This is an optimization exercise on Yosys and OpenROAD, whose aim is small area and a short achievable clock period, not a production implementation.
The RTL was checked by simulation tests, not by an equivalence proof against the original design.
Power figures rest on the tool's default switching activity, not on a simulated workload.

## run A
Design egress_arb, start of the top module:
module egress_arb (
    input  wire        clk,
    input  wire        rst,           
    input  wire [15:0] req,           
    input  wire [15:0] fits,          
    input  wire [79:0] flits,         
    input  wire        map_we,        
    input  wire [3:0]  map_idx,
    input  wire [3:0]  map_val,
    input  wire        commit,        
    input  wire [15:0] clr,           
    output wire        gnt,           
    output wire [3:0]  gnt_idx,       
    output reg  [3:0]  last_win,      
    output wire        busy,          
    output wire [15:0] in_backoff,
    output wire [15:0] capped,        
    output wire [63:0] act_map        
);
Size in the first run: about 33000 sq um of cells after synthesis.
clock: 42.0 ns
lec_check: 0
cap_margin: 20
core_margin: 2
core_utilization: 40
slew_margin: 20
standard.sh (not shown) runs the stock make flow with config.mk's settings and CLKGATE_MAP_FILE= SYNTH_SCRIPT=/design/flow/synth_recipe.tcl, a recipe that flattens the netlist after the stock synthesis.
==> flow/flow/run.sh <==
#!/bin/bash
# Standard ORFS layout, with the combinational logic of the standard
# synthesis re-mapped by ABC for area (registers kept as synthesized), and
# small port buffers. Each tool's output goes to a log in this folder.
set -euo pipefail
W=$PWD
R=$W/orfs/results/$FLOW_PLATFORM/egress_arb/base
LIB=$FLOW_HOME/platforms/$FLOW_PLATFORM/lib/sky130_fd_sc_hd__tt_025C_1v80.lib
YOSYS=$FLOW_HOME/../tools/install/yosys/bin/yosys
[ -x "$YOSYS" ] || YOSYS=yosys

# 1. the standard synthesis, unchanged
bash standard.sh synth > $W/log_1_synth.txt 2>&1

# 2. re-map its combinational logic; registers stay as they are
python3 flow/mkmap.py $LIB $W/cells_map.v > $W/log_2_mkmap.txt 2>&1
cp $R/1_2_yosys.v $W/std_1_2_yosys.v
DU=""
for c in sky130_fd_sc_hd__probe_p_8 sky130_fd_sc_hd__probec_p_8 sky130_fd_sc_hd__lpflow_*; do
  DU="$DU -dont_use $c"
done
$YOSYS -p "read_liberty -lib $LIB; read_verilog $W/std_1_2_yosys.v; hierarchy -top $FLOW_TOP; \
  techmap -map $W/cells_map.v; techmap; opt -purge; \
  abc -liberty $LIB $DU -script $W/flow/area.abc; opt_clean -purge; \
  hilomap -singleton -hicell sky130_fd_sc_hd__conb_1 HI -locell sky130_fd_sc_hd__conb_1 LO; \
  insbuf -buf sky130_fd_sc_hd__buf_4 A X; splitnets; opt_clean -purge; \
  write_verilog -noattr -noexpr -nohex -nodec $W/resyn_1_2_yosys.v; stat -liberty $LIB" \
  > $W/log_3_resyn.txt 2>&1
cp $W/resyn_1_2_yosys.v $R/1_2_yosys.v
rm -f $R/1_synth.odb $R/1_synth.sdc

# 3. the rest of the standard layout
bash standard.sh finish "BUFFER_PORTS_ARGS=-buffer_cell sky130_fd_sc_hd__buf_2" \
  SETUP_SLACK_MARGIN=31.5 \
  > $W/log_4_layout.txt 2>&1
Other scripts of this flow, unchanged in this note and not shown: flow/flow/area.abc, flow/flow/mkmap.py
Relative to run A, the following input files were edited for run B:
diff --git a/flow/flow/run.sh b/flow/flow/run.sh
--- a/flow/flow/run.sh
+++ b/flow/flow/run.sh
@@ -34 +34 @@
-  SETUP_SLACK_MARGIN=31.5 \
+  SETUP_SLACK_MARGIN=32.2 \
## What came out
Core utilization in run B vs run A: up 1.2 points. Routed length per placed instance: run B vs run A down about 0.45%. Clock latency at the later pin of the worst-skew pair up 30 ps in run B wrt run A. From run A to run B the numbers moved as follows: combinational power rose 10%, setup slack shows a reduction of 37 ps.

Setup of build 9:
The RTL this note starts from:
==> flow/design.v <==
module egress_arb (
    input  wire        clk,
    input  wire        rst,           
    input  wire [15:0] req,           
    input  wire [15:0] fits,          
    input  wire [79:0] flits,         
    input  wire        map_we,        
    input  wire [3:0]  map_idx,
    input  wire [3:0]  map_val,
    input  wire        commit,        
    input  wire [15:0] clr,           
    output wire        gnt,           
    output wire [3:0]  gnt_idx,       
    output reg  [3:0]  last_win,      
    output wire        busy,          
    output wire [15:0] in_backoff,
    output wire [15:0] capped,        
    output wire [63:0] act_map        
);
    localparam integer KB = 7;        
    reg  [3:0]  map_sh  [0:15];
    reg  [3:0]  map_act [0:15];
    reg  [13:0] lf      [0:15];       
    reg  [15:0] inbo;                 
    reg  [15:0] cf;                   
    reg  [12:0] age     [0:15];       
    reg         p1, p2, p3, p4, p5;   
    reg  [15:0] parts;                
    reg  [15:0] sel;                  
    reg  [3:0]  win;
    reg  [3:0]  win_in;
    reg  [4:0]  scnt;                 
    reg  [1:0]  ssub;
    reg         busy_r;
    reg         cmt_pend;
    wire [15:0] present = req & fits & ~inbo;
    genvar g;
    generate
        for (g = 0; g < 16; g = g + 1) begin : g_map
            assign act_map[4*g +: 4] = map_act[g];
        end
    endgenerate
    assign in_backoff = inbo;
    assign gnt     = p5;
    assign gnt_idx = win;
    assign busy    = busy_r;
    wire idle     = ~(p1 | p2 | p3 | p4 | p5);
    wire any_pres = |present;
    wire open_now = idle & ~busy_r & any_pres;
    reg [15:0] ca;
    reg [3:0]  a_in;
    reg        anyb;
    always @(*) begin
        ca = parts;
        for (ba = 3; ba >= 0; ba = ba - 1) begin
            anyb = 1'b0;
            for (ia = 0; ia < 16; ia = ia + 1)
                anyb = anyb | (ca[ia] & map_act[ia][ba]);
            a_in[ba] = anyb;
            for (ia = 0; ia < 16; ia = ia + 1)
                ca[ia] = ca[ia] & (map_act[ia][ba] | ~anyb);
        end
        for (ba = 12; ba >= KB; ba = ba - 1) begin
            anyb = 1'b0;
            for (ia = 0; ia < 16; ia = ia + 1)
                anyb = anyb | (ca[ia] & age[ia][ba]);
            for (ia = 0; ia < 16; ia = ia + 1)
                ca[ia] = ca[ia] & (age[ia][ba] | ~anyb);
        end
    end
    reg [15:0] cb;
    reg [15:0] wb;
    reg [3:0]  wi;
    reg        anyz, anyc, taken;
    reg [15:0] lowz;
    always @(*) begin
        cb = sel;
        for (ib = 0; ib < 16; ib = ib + 1)
            lowz[ib] = (age[ib][KB-1:0] == {KB{1'b0}});
        anyz = 1'b0;
        for (ib = 0; ib < 16; ib = ib + 1)
            anyz = anyz | (cb[ib] & lowz[ib]);
        for (ib = 0; ib < 16; ib = ib + 1)
            cb[ib] = cb[ib] & (lowz[ib] | ~anyz);
        for (bb = KB - 1; bb >= 0; bb = bb - 1) begin
            anyc = 1'b0;
            for (ib = 0; ib < 16; ib = ib + 1)
                anyc = anyc | (cb[ib] & age[ib][bb]);
            for (ib = 0; ib < 16; ib = ib + 1)
                cb[ib] = cb[ib] & (age[ib][bb] | ~anyc);
        end
        taken = 1'b0;
        wb = 16'd0;
        wi = 4'd0;
        for (ib = 0; ib < 16; ib = ib + 1) begin
            wb[ib] = cb[ib] & ~taken;
            if (cb[ib] & ~taken) wi = ib[3:0];
            taken = taken | cb[ib];
        end
    end
    reg [4:0] win_flits;
    integer iw, ia, ba, ib, bb;
    always @(*) begin
        win_flits = 5'd0;
        for (iw = 0; iw < 16; iw = iw + 1)
            win_flits = win_flits | (flits[5*iw +: 5] & {5{sel[iw]}});
    end
    wire scnt_gt2 = (scnt[4] | scnt[3] | scnt[2] | (scnt[1] & scnt[0]));
    wire cmt_any   = commit | cmt_pend;
    wire cmt_apply = cmt_any & idle & ~open_now;
    always @(posedge clk) begin
        if (rst) begin
            p1       <= 1'b0;
            p2       <= 1'b0;
            p3       <= 1'b0;
            p4       <= 1'b0;
            p5       <= 1'b0;
            scnt     <= 5'd0;
            ssub     <= 2'd0;
            busy_r   <= 1'b0;
            cmt_pend <= 1'b0;
            last_win <= 4'd0;
        end else begin
            p1 <= open_now;
            p2 <= p1;
            p3 <= p2 & any_pres;
            p4 <= p3;
            p5 <= p4;
            if (p5)
                last_win <= win_in;
            busy_r <= p4 | p5 | ssub[1] | scnt_gt2;
            if (p5) begin
                ssub <= 2'd2;
                scnt <= win_flits;
            end else if (ssub != 2'd0) begin
                ssub <= ssub - 2'd1;
            end else if (scnt_gt2) begin
                ssub <= 2'd2;
                scnt <= scnt - 5'd2;
            end
            cmt_pend <= cmt_any & ~cmt_apply;
        end
        if (p2)
            parts <= present;
        if (p3) begin
            sel    <= ca;
            win_in <= a_in;
        end
        if (p4) begin
            sel <= wb;
            win <= wi;
        end
    end
    wire [3:0] val_d1 = map_val | {4{rst}};
    wire [3:0] val_d0 = map_val & {4{~rst}};
    reg [3:0]  sh_n, sh_d;
    reg [13:0] lf_n;
    reg [13:0] lf_lo;
    reg        kill, lose;
    integer i, b;
    always @(posedge clk) begin
        for (i = 0; i < 16; i = i + 1) begin
            for (b = 0; b < 4; b = b + 1)
                sh_d[b] = (((i < 8) ? 4'd12 : i - 8) >> b) & 1 ? val_d1[b] : val_d0[b];
            sh_n = (rst || (map_we && map_idx == i[3:0])) ? sh_d : map_sh[i];
            map_sh[i] <= sh_n;
            if (rst || cmt_apply)
                map_act[i] <= sh_n;
            if (rst || !req[i] || (p5 && sel[i]))
                age[i] <= 13'd0;
            else
                age[i] <= age[i] + {12'd0, ~age[i][12]};
            kill  = rst | clr[i] | (p5 & sel[i]);
            lose  = p5 & parts[i] & ~sel[i];
            lf_lo = {1'b0, lf[i][12:0]} + {13'd0, lose | inbo[i]};
            lf_n  = {lf[i][13] | lf_lo[13], lf_lo[12:0]};
            if (kill) begin
                lf[i]   <= 14'd16;
                inbo[i] <= 1'b0;
                cf[i]   <= 1'b0;
            end else begin
                lf[i]   <= lf_n;
                inbo[i] <= lose | (inbo[i] & (lf[i][13] ? ~lf_lo[13] :
                                              |(lf[i][12:0] & lf_lo[12:0])));
                cf[i]   <= cf[i] | (lose & lf[i][13]);
            end
        end
    end
    reg [3:0]  cap_lo [0:15];
    reg [3:0]  cap_hi [0:15];
    reg [15:0] capped_r;
    integer ic, ac, bc;
    always @(*) begin
        for (ic = 0; ic < 16; ic = ic + 1)
            for (ac = 0; ac < 4; ac = ac + 1) begin
                cap_lo[ic][ac] = cf[ic] & (map_act[ic][1:0] == ac[1:0]);
                cap_hi[ic][ac] = (map_act[ic][3:2] == ac[1:0]);
            end
        for (bc = 0; bc < 4; bc = bc + 1)
            for (ac = 0; ac < 4; ac = ac + 1) begin
                capped_r[4*bc+ac] = 1'b0;
                for (ic = 0; ic < 16; ic = ic + 1)
                    capped_r[4*bc+ac] = capped_r[4*bc+ac] |
                                        (cap_lo[ic][ac] & cap_hi[ic][bc]);
            end
    end
    assign capped = capped_r;
endmodule
export LEC_CHECK = 0
export CAP_MARGIN = 20
export CORE_MARGIN = 2
export CORE_UTILIZATION = 50
export SLEW_MARGIN = 20
create_clock -name core_clock -period 42.0 [get_ports {clk}]
==> flow/flow/run.sh <==
#!/bin/bash
# Standard ORFS layout, with the combinational logic of the standard
# synthesis re-mapped by ABC for area (registers kept as synthesized), and
# small port buffers, timing repair aimed near the clock period the
# CAPPED outputs set, and a clock tree with larger sink clusters. Each tool's output goes to a log in this folder.
set -euo pipefail
W=$PWD
R=$W/orfs/results/$FLOW_PLATFORM/egress_arb/base
LIB=$FLOW_HOME/platforms/$FLOW_PLATFORM/lib/sky130_fd_sc_hd__tt_025C_1v80.lib
YOSYS=$FLOW_HOME/../tools/install/yosys/bin/yosys
[ -x "$YOSYS" ] || YOSYS=yosys

# 1. the standard synthesis, unchanged
bash standard.sh synth > $W/log_1_synth.txt 2>&1

# 2. re-map its combinational logic; registers stay as they are
python3 flow/mkmap.py $LIB $W/cells_map.v > $W/log_2_mkmap.txt 2>&1
cp $R/1_2_yosys.v $W/std_1_2_yosys.v
DU=""
for c in sky130_fd_sc_hd__probe_p_8 sky130_fd_sc_hd__probec_p_8 sky130_fd_sc_hd__lpflow_*; do
  DU="$DU -dont_use $c"
done
$YOSYS -p "read_liberty -lib $LIB; read_verilog $W/std_1_2_yosys.v; hierarchy -top $FLOW_TOP; \
  techmap -map $W/cells_map.v; techmap; opt -purge; \
  abc -liberty $LIB $DU -script $W/flow/area.abc; opt_clean -purge; \
  hilomap -singleton -hicell sky130_fd_sc_hd__conb_1 HI -locell sky130_fd_sc_hd__conb_1 LO; \
  insbuf -buf sky130_fd_sc_hd__buf_4 A X; splitnets; opt_clean -purge; \
  write_verilog -noattr -noexpr -nohex -nodec $W/resyn_1_2_yosys.v; stat -liberty $LIB" \
  > $W/log_3_resyn.txt 2>&1
cp $W/resyn_1_2_yosys.v $R/1_2_yosys.v
rm -f $R/1_synth.odb $R/1_synth.sdc

# 3. the rest of the standard layout
bash standard.sh finish "BUFFER_PORTS_ARGS=-buffer_cell sky130_fd_sc_hd__buf_2" \
  SETUP_SLACK_MARGIN=30.9 \
  "CTS_ARGS=-sink_clustering_enable -repair_clock_nets -sink_clustering_size 30 -sink_clustering_max_diameter 100 -dont_use_dummy_load" \
  > $W/log_4_layout.txt 2>&1
==> flow/flow/area.abc <==
strash
&get -n
&fraig -x
&put
scorr
dc2
strash
&get -n
&deepsyn -T 200
&put
strash
&get -n
&dch -f
&nf -R 1000
&put
Other scripts of this flow, unchanged in this note and not shown: flow/flow/mkmap.py
Build 9 completed; timing, DRC and antenna clean
Setup changes, build 9 to build 41
- CORE_UTILIZATION: 50 -> 40
-- flow/flow/run.sh --
<<< build 9, line 3
# synthesis re-mapped by ABC for area (registers kept as synthesized), and
# small port buffers, timing repair aimed near the clock period the
# CAPPED outputs set, and a clock tree with larger sink clusters. Each tool's output goes to a log in this folder.
set -euo pipefail
>>> build 41, line 3
# synthesis re-mapped by ABC for area (registers kept as synthesized), and
# small port buffers. Each tool's output goes to a log in this folder.
set -euo pipefail
<<< build 9, line 34
bash standard.sh finish "BUFFER_PORTS_ARGS=-buffer_cell sky130_fd_sc_hd__buf_2" \
  SETUP_SLACK_MARGIN=30.9 \
  "CTS_ARGS=-sink_clustering_enable -repair_clock_nets -sink_clustering_size 30 -sink_clustering_max_diameter 100 -dont_use_dummy_load" \
  > $W/log_4_layout.txt 2>&1
>>> build 41, line 33
bash standard.sh finish "BUFFER_PORTS_ARGS=-buffer_cell sky130_fd_sc_hd__buf_2" \
  SETUP_SLACK_MARGIN=31.5 \
  > $W/log_4_layout.txt 2>&1
==> flow/flow/area.abc <==
strash
&get -n
&fraig -x
&put
scorr
dc2
strash
&get -n
&dch -f
&nf -R 1000
&put
==> results.txt <==
When build 41 is measured against build 9, its utilization turns out 6.4 points lower.
In the reports for build 41 and build 9, the smaller overall power belongs to build 9.
Diff build 41 and build 9: total global-route track usage lower in build 41
Between build 41 and build 9, the inverter count is higher for build 9.
Build 41 against build 9; number of placed instances with taps included is up by a little under 10%.
Modified inputs, build 76 compared to build 41
- swapping 40 for 50 in CORE_UTILIZATION
-- flow/flow/run.sh --
<<< build 41, line 3
# synthesis re-mapped by ABC for area (registers kept as synthesized), and
# small port buffers. Each tool's output goes to a log in this folder.
set -euo pipefail
>>> build 76, line 3
# synthesis re-mapped by ABC for area (registers kept as synthesized), and
# small port buffers, timing repair aimed near the clock period the
# CAPPED outputs set, and a clock tree with larger sink clusters. Each tool's output goes to a log in this folder.
set -euo pipefail
<<< build 41, line 33
bash standard.sh finish "BUFFER_PORTS_ARGS=-buffer_cell sky130_fd_sc_hd__buf_2" \
  SETUP_SLACK_MARGIN=31.5 \
  > $W/log_4_layout.txt 2>&1
>>> build 76, line 34
bash standard.sh finish "BUFFER_PORTS_ARGS=-buffer_cell sky130_fd_sc_hd__buf_2" \
  SETUP_SLACK_MARGIN=31.0 \
  "CTS_ARGS=-sink_clustering_enable -repair_clock_nets -sink_clustering_size 26 -sink_clustering_max_diameter 100 -dont_use_dummy_load" \
  > $W/log_4_layout.txt 2>&1
-- flow/flow/area.abc --
<<< build 41, line 8
&get -n
&dch -f
>>> build 76, line 8
&get -n
&deepsyn -T 200
&put
strash
&get -n
&dch -f
[summary]
Taking build 41 as the reference point, the sum of net half-perimeters after detailed placement of build 76 falls by about 13%. Compared with build 41, build 76 shows cell depth of the worst hold path lower by 1. Re worst-case setup margin in the final layout: build 76 is 0.16 ns down on build 41. In the flow results for build 76 and build 41, the combinational-cell power consumption is smaller on build 76. Sequential share of layout area: build 76 vs build 41 up 4.6 points. Lower synthesized instance count among build 76 and build 41: build 76. Compared to build 41, build 76 has placeable core region about 22% lower.
Changes in build 67 relative to build 76:
-- flow/flow/run.sh --
<<< build 76, line 3
# synthesis re-mapped by ABC for area (registers kept as synthesized), and
# small port buffers, timing repair aimed near the clock period the
# CAPPED outputs set, and a clock tree with larger sink clusters. Each tool's output goes to a log in this folder.
set -euo pipefail
>>> build 67, line 3
# synthesis re-mapped by ABC for area (registers kept as synthesized), and
# small port buffers. Each tool's output goes to a log in this folder.
set -euo pipefail
<<< build 76, line 35
  SETUP_SLACK_MARGIN=31.0 \
  "CTS_ARGS=-sink_clustering_enable -repair_clock_nets -sink_clustering_size 26 -sink_clustering_max_diameter 100 -dont_use_dummy_load" \
  > $W/log_4_layout.txt 2>&1
>>> build 67, line 34
  SETUP_SLACK_MARGIN=31.0 \
  > $W/log_4_layout.txt 2>&1
==> flow/flow/area.abc <==
strash
&get -n
&fraig -x
&put
scorr
dc2
strash
&get -n
&dch -f
&nf -R 1000
&put
- Looking at biggest fanout along the worst timing path, build 67 sits 2 lower than build 76 does.
- In the reports for build 76 and build 67, the smaller floorplan die area belongs to build 76.
- Compared with build 76, in build 67 slew at the pin closest to its max-slew limit rose 0.045 ns; summed area of non-filler cells in the final layout increased 6.7%.
- Global-route usage: lower on build 76
- Min via count across build 76 and build 67: build 76

==> separate check: timing with driven ports <==
How much do the figures lean on ideal ports? The routed layouts below were timed once more, with nothing changed but the port constraints. Step 1 sets driving cells, clkbuf_16 on the clock port and buf_2 on the other inputs (assumed; they add their load-dependent delay and slew). Step 2 moves the port delays by t, midway between the first and last clock arrival at a register: inputs arrive t later, outputs are due t later. That takes back most of the time a late clock gives input paths. Three values: ideal ports, drivers, drivers and shift; two values: the first two.
| run | t, ns | slack for setup (ns) | worst setup path at the end |
|---|---|---|---|
| run A | 0.697 | 30.985 / 30.917 / 31.080 | input to register |
| run B | 0.718 | 30.949 / 30.881 / 31.531 | input to register |
| build 9 | 0.684 | 30.781 / 30.712 / 30.524 | input to register |
| build 41 | 0.698 | 31.069 / 30.998 / 30.955 | input to register |
| build 76 | 0.696 | 30.907 / 30.837 / 30.793 | input to register |
| build 67 | 0.704 | 30.987 / 30.918 / 30.961 | input to register |
After both steps every run listed still meets setup and hold. For build 9, which loses most, drivers alone change the setup slack by -0.069 ns; drivers and shift together by -0.257 ns.
